From an optimization exercise on the open Yosys and OpenROAD flow, aimed at small area, a short achievable clock period and few clock cycles per item; shortcuts taken in it are not production practice.
In this exercise RTL edits were held to simulation tests only and were not proved equivalent to the original.

==> flow/design.v (outline; a module is shown in full before it is edited, if it fits) <==
// module pix_cond: 12326 lines
module pix_cond (
    input  wire         clk,
    input  wire         rst,
    input  wire         in_valid,
    output wire         in_ready,
    input  wire [1:0]   in_fmt,
    input  wire [47:0]  in_rgb,
    input  wire [143:0] in_m,
    input  wire [15:0]  in_e,
    output wire [29:0]  g_addr,
    input  wire [47:0]  g_lo,
    input  wire [47:0]  g_hi,
    output reg          out_valid,
    input  wire         out_ready,
    output reg  [47:0]  out_o
);
  // ...
==> flow/run.sh <==
#!/bin/bash
# synth_recipe.tcl (not shown) runs the flow's synth.tcl, then flattens the netlist and writes it again
# the make line also repeats each setting of config.mk as NAME=value (left out here)
make -C /OpenROAD-flow-scripts/flow DESIGN_CONFIG=/design/flow/config.mk WORK_HOME=/design/flow/orfs CLKGATE_MAP_FILE= SYNTH_SCRIPT=/design/flow/synth_recipe.tcl finish
==> flow/config.mk <==
export PLATFORM = sky130hd
export DESIGN_NAME = pix_cond
export DESIGN_NICKNAME = pix_cond
export VERILOG_FILES = /design/flow/design.v
export SDC_FILE = /design/flow/constraint.sdc
export NUM_CORES = 4
export LEC_CHECK = 0
export CAP_MARGIN = 50
export CORE_MARGIN = 2
export CORE_UTILIZATION = 40
export SLEW_MARGIN = 60
==> flow/constraint.sdc <==
create_clock -name core_clock -period 12.0 [get_ports {clk}]
set_input_delay 2.4000 -clock core_clock [delete_from_list [all_inputs] [get_ports {clk}]]
set_output_delay 2.4000 -clock core_clock [all_outputs]
set_load 0.01 [all_outputs]
==> run_results.csv, run 1 <==
group,metric,value,unit
placement,post-place-ws,6.654,ns
grt,met2_usage,35.52,%
logic_synthesis,netlist_top_cells_count,"2021 x inv_1, 2001 x fa_1, 1787 x edfxtp_1",
layout,nClkBuffers,243,
outcome,status,"no timing/DRC/antenna violations",
layout,layout_commonest_cell,"inv_1",
hold_path,hold_end,"e3[6]",
logic_synthesis,ys.flop_type,"edfxtp_1",
die,ios,390,
critical_path,cp-end-kind,"flip-flop",
logic_synthesis,yosysWarningCount,1,
layout,diodes,12,
logic_synthesis,synth-seq-cells,1821,
grt,grt_pass1_vias,100800,
timing,whs,0.3655,ns
logic_synthesis,synthTopCellsByArea,"edfxtp_1 36%, fa_1 27%, a22oi_1 5.4%, xor2_1 5.1%, inv_1 5.0%",
logic_synthesis,synth_cell_types,87,
critical_path,critPathTopFamily,"adder cells",
layout,regArea,54400,um^2
clock_network,cts-buffers-inserted,212,
layout,multi_input_gates,7813,
layout,final-clk-cell-share,4.217,%
critical_path,crit_end,"a4k0_17_2",
grt,grt_pass1_wl,639900,um
grt,grt_max_degree,74,
critical_path,timing.rr.start,"mn3[2]",
grt,grt_busiest_layer,"met2",
critical_path,worstSetupPathType,"reg2reg",
timing,worstMarginPinSlew,0.5922,ns
layout,largest_cell_class,"multi-input combinational cells",
placement,dpl_cell_area,163800,um^2
timing,hold_violations,0,
route,via_per_inst,5.290,
Testbench counts, summed over its fixed seeds: cycles 12,064, pixels 12,000.
==> run 2: changes to the inputs <==
--- a/flow/config.mk
+++ b/flow/config.mk
@@ -7,5 +7,7 @@
 export LEC_CHECK = 0
 export CAP_MARGIN = 50
 export CORE_MARGIN = 2
-export CORE_UTILIZATION = 40
+export CORE_UTILIZATION = 60
+export CTS_CLUSTER_DIAMETER = 60
+export CTS_CLUSTER_SIZE = 30
 export SLEW_MARGIN = 60
==> run 2 against run 1 <==
Cell area fell by 2.2%. Via count up 2.2%. Synthesized cell count unchanged. Count of clock-buffer cells in the layout down 82. Flip-flop and latch count stayed put. Critical endpoint unchanged. Wire length shrank 0.41%. Die area decreased by 33%. Synthesized area is the same.
==> run_results.csv, run 2 <==
group,metric,value,unit
timing,post-route-period-util,39.70,%
logic_synthesis,synthTopCellsByArea,"edfxtp_1 36%, fa_1 27%, a22oi_1 5.4%, xor2_1 5.1%, inv_1 5.0%",
critical_path,required,12.54,ns
logic_synthesis,syn_nets,15370,
grt,met2_usage,52.49,%
critical_path,cpPeakStageDelay,0.71,ns
grt,grt_busiest_layer,"met2",
layout,drive_gt1_share,9.836,%
clock_network,cts-htree-levels,4,
hold_path,hp-class,"reg2reg",
grt,grt_pass1_wl,641200,um
clock_network,cts-buffers-inserted,148,
logic_synthesis,synth_edf_count,1787,
placement,io_buffers,389,
timing,min_period,4.764,ns
logic_synthesis,yosysWarningCount,1,
layout,reg_top3,"m0 (144), m1 (144), m2 (144)",
timing,hold_violations,0,
critical_path,arrival,5.31,ns
clock_network,clk_path_buf_depth,3,
logic_synthesis,synth.largest_area_cell,"edfxtp_1",
layout,multi_input_area,86030,um^2
layout,fillers,18800,
outcome,status,"no timing/DRC/antenna violations",
critical_path,critPathTopFamily,"adder cells",
route,drt_iter0_drc,10910,
clock_network,cts.sinks,1821,
critical_path,r2r-end,"a4k0_17_2",
die,ios,390,
grt,gr-usage-all-layers,33.04,%
logic_synthesis,async_flop_share,0,%
clock_network,clkTransAtPathRegs,0.09,ns
critical_path,worstSetupPathType,"reg2reg",
die,dieWidth,505.3,um
timing,worstMarginPinSlew,0.6627,ns
layout,fin_util,66.84,%
logic_synthesis,ys.flop_type,"edfxtp_1",
clock_network,cts_resized,0,
grt,grt_max_degree,76,
critical_path,rrSetupSlack,7.24,ns
hold_path,hp-start,"m1[75]",
die,fp-row-count,184,
timing,tns,0,ns
logic_synthesis,synth_most_common_cell,"inv_1",
clock_network,cts_tree,"yes",
clock_network,cts_setup_buffers,0,
logic_synthesis,synthesis.area,150800,um^2
logic_synthesis,synth_top_area_share,35.59,%
critical_path,crit_cells,9,
die,dieHeight,505.3,um
logic_synthesis,syn_inst,12570,
timing,setup_viol_count_final,0,
timing,rsz0062_at_grt,"no",
critical_path,timing.rr.start,"mn3[2]",
die,initial_core_util,60.14,%
route,drc_errors,0,
critical_path,worst-path-buf-inv,2,
route,vias,98210,
logic_synthesis,synth_cell_types,87,
grt,grt_use_met3,8.168,%
critical_path,slowest_stage,"edfxtp_1",
clock_network,holdBufCountCts,0,
timing,slew_headroom,55.53,%
route,routed_wl,417700,um
timing,slew_violations,0,
job,maxCapViolCount,0,
layout,layout_commonest_cell,"inv_1",
layout,layout.nets,15700,
logic_synthesis,synth-seq-cells,1821,
route,first_pass_iters,9,
critical_path,path_cells,"inv_2, xnor2_1, fa_1, fa_1, fa_1, fa_1, fa_1, inv_1, fa_1",
critical_path,r2r_cells,9,
die,fp.dieArea,255300,um^2
critical_path,worstPathMaxFanout,15,
placement,place_congestion,0.9587,
critical_path,startpoint,"mn3[2]",
critical_path,crit_end,"a4k0_17_2",
clock_network,worstSkewPairLatency,0.86,ns
critical_path,cp-end-kind,"flip-flop",
layout,area_delta_synth_final,11.14,%
timing,fmax,209.9,MHz
die,core,250700,um^2
layout,regArea,54400,um^2
route,antenna_left,0,
logic_synthesis,ys_seq_area_share,36.04,%
logic_synthesis,synth_area_per_cell,12.00,um^2
grt,grt_pass1_vias,104500,
grt,antenna_found_initial,49,
timing,fin_worst_skew,0.06364,ns
clock_network,root_buffer,"clkbuf_16",
logic_synthesis,netlist_top_cells_count,"2021 x inv_1, 2001 x fa_1, 1787 x edfxtp_1",
route,wire_per_inst,25.50,um
grt,grt_overflow,0,
critical_path,startpoint_type,"flip-flop",
route,via_per_inst,5.995,
grt,met1_usage,44.19,%
placement,dpl.hpwl,333800,um
layout,final_cell_mix,"2020 x inv_1, 2001 x fa_1, 1787 x edfxtp_1",
critical_path,crit_path_frequent_cell,"fa_1",
==> run 2: cell counts after synthesis <==
Identical to the previous run, type by type.
==> run 2: kinds of logic (layout without fill, tap and decap cells) <==
group                    after synthesis  in the layout  share of synthesized area, %
adder cells (fa/ha/maj)             2493           2493                         30.65
AND/OR/NAND/NOR                     1563           1563                         5.408
multiplexers                         501            501                         3.726
flip-flops                          1821           1821                         36.04
other                                  0              8                             0
buffers and inverters               2933           3390                         7.307
AO/OA/AOI/OAI                       1849           1849                         8.700
XOR/XNOR                            1407           1407                         8.172
==> run 2: layout make-up <==
| cell class | instances | area share [%] |
|---|---|---|
| diodes | 8 | 0.01195 |
| clock buffers | 161 | 2.264 |
| clock inverters | 115 | 1.149 |
| inverters | 2038 | 4.572 |
| multi-input cells | 7813 | 51.33 |
| flip-flops and latches | 1821 | 32.46 |
| well taps | 3348 | 2.500 |
| repair buffers | 1076 | 5.706 |
==> run 2: worst min-delay path by stage <==
stage | endpoint | slack, ns | cells past startpoint
after floorplan | e1[0] | 0.40 | 0
after global placement | m1[11] | 0.40 | 0
after detailed placement | m1[37] | 0.40 | 0
after CTS | m2[58] | 0.41 | 0
after global routing | e4[4] | 0.42 | 0
final | m2[75] | 0.41 | 0
==> run 2: per-layer routing <==
layer  vias up  part of all wire [%]
met5         -                 0.090
li1      42120                     -
met2      5062                    46
met1     49840                    39
met4        58                   4.6
met3      1126                   9.9
==> run 2: per-stage QoR <==
step           hold WS, ns  setup slack, ns  cell area [um^2]  instances
3_5_place_dp        0.4045            6.610            161500      16080
4_1_cts             0.4105            7.304            167200      16350
5_1_grt             0.4223            7.148            167600      16370
3_3_place_gp        0.4002            6.708            156400      15520
6_report            0.4089            7.236            167600      16380
2_1_floorplan       0.4003            5.400            150800      12570
==> run 2: worst reg2reg max path: stages (launching register included) <==
cell and delay (ns):
edfxtp_1 0.71, inv_2 0.41, xnor2_1 0.31, fa_1 0.47, fa_1 0.55, fa_1 0.49
fa_1 0.50, fa_1 0.54, inv_1 0.05, fa_1 0.42

-- static timing again, ports no longer ideal --
How much do the figures lean on ideal ports? The routed layouts below were timed once more, with nothing changed but the port constraints.
Step 1 assumes that a clkbuf_16 drives the clock port and a buf_2 every other input.
Step 2 moves the port delays by t, midway between the first and last clock arrival at a register: inputs arrive t later, outputs are due t later. That takes back most of the time a late clock gives input paths.
a / b / c = ideal ports / drivers / drivers and shift; a / b = the first two.
| run | t (ns) | setup WS [ns] | worst hold slack (ns) | slew at the worst register clock pin (ns) |
|---|---|---|---|---|
| run 1 | 1.025 | 7.231 / 7.231 / 6.600 | 0.365 / 0.365 / 0.365 | 0.09 / 0.09 |
| run 2 | 0.934 | 7.236 / 7.236 / 6.593 | 0.409 / 0.409 / 0.409 | 0.11 / 0.11 |
After both steps setup and hold are still met in every run listed. For run 2, which loses most, drivers alone change the setup slack by 0.000 ns; drivers and shift together by -0.643 ns.
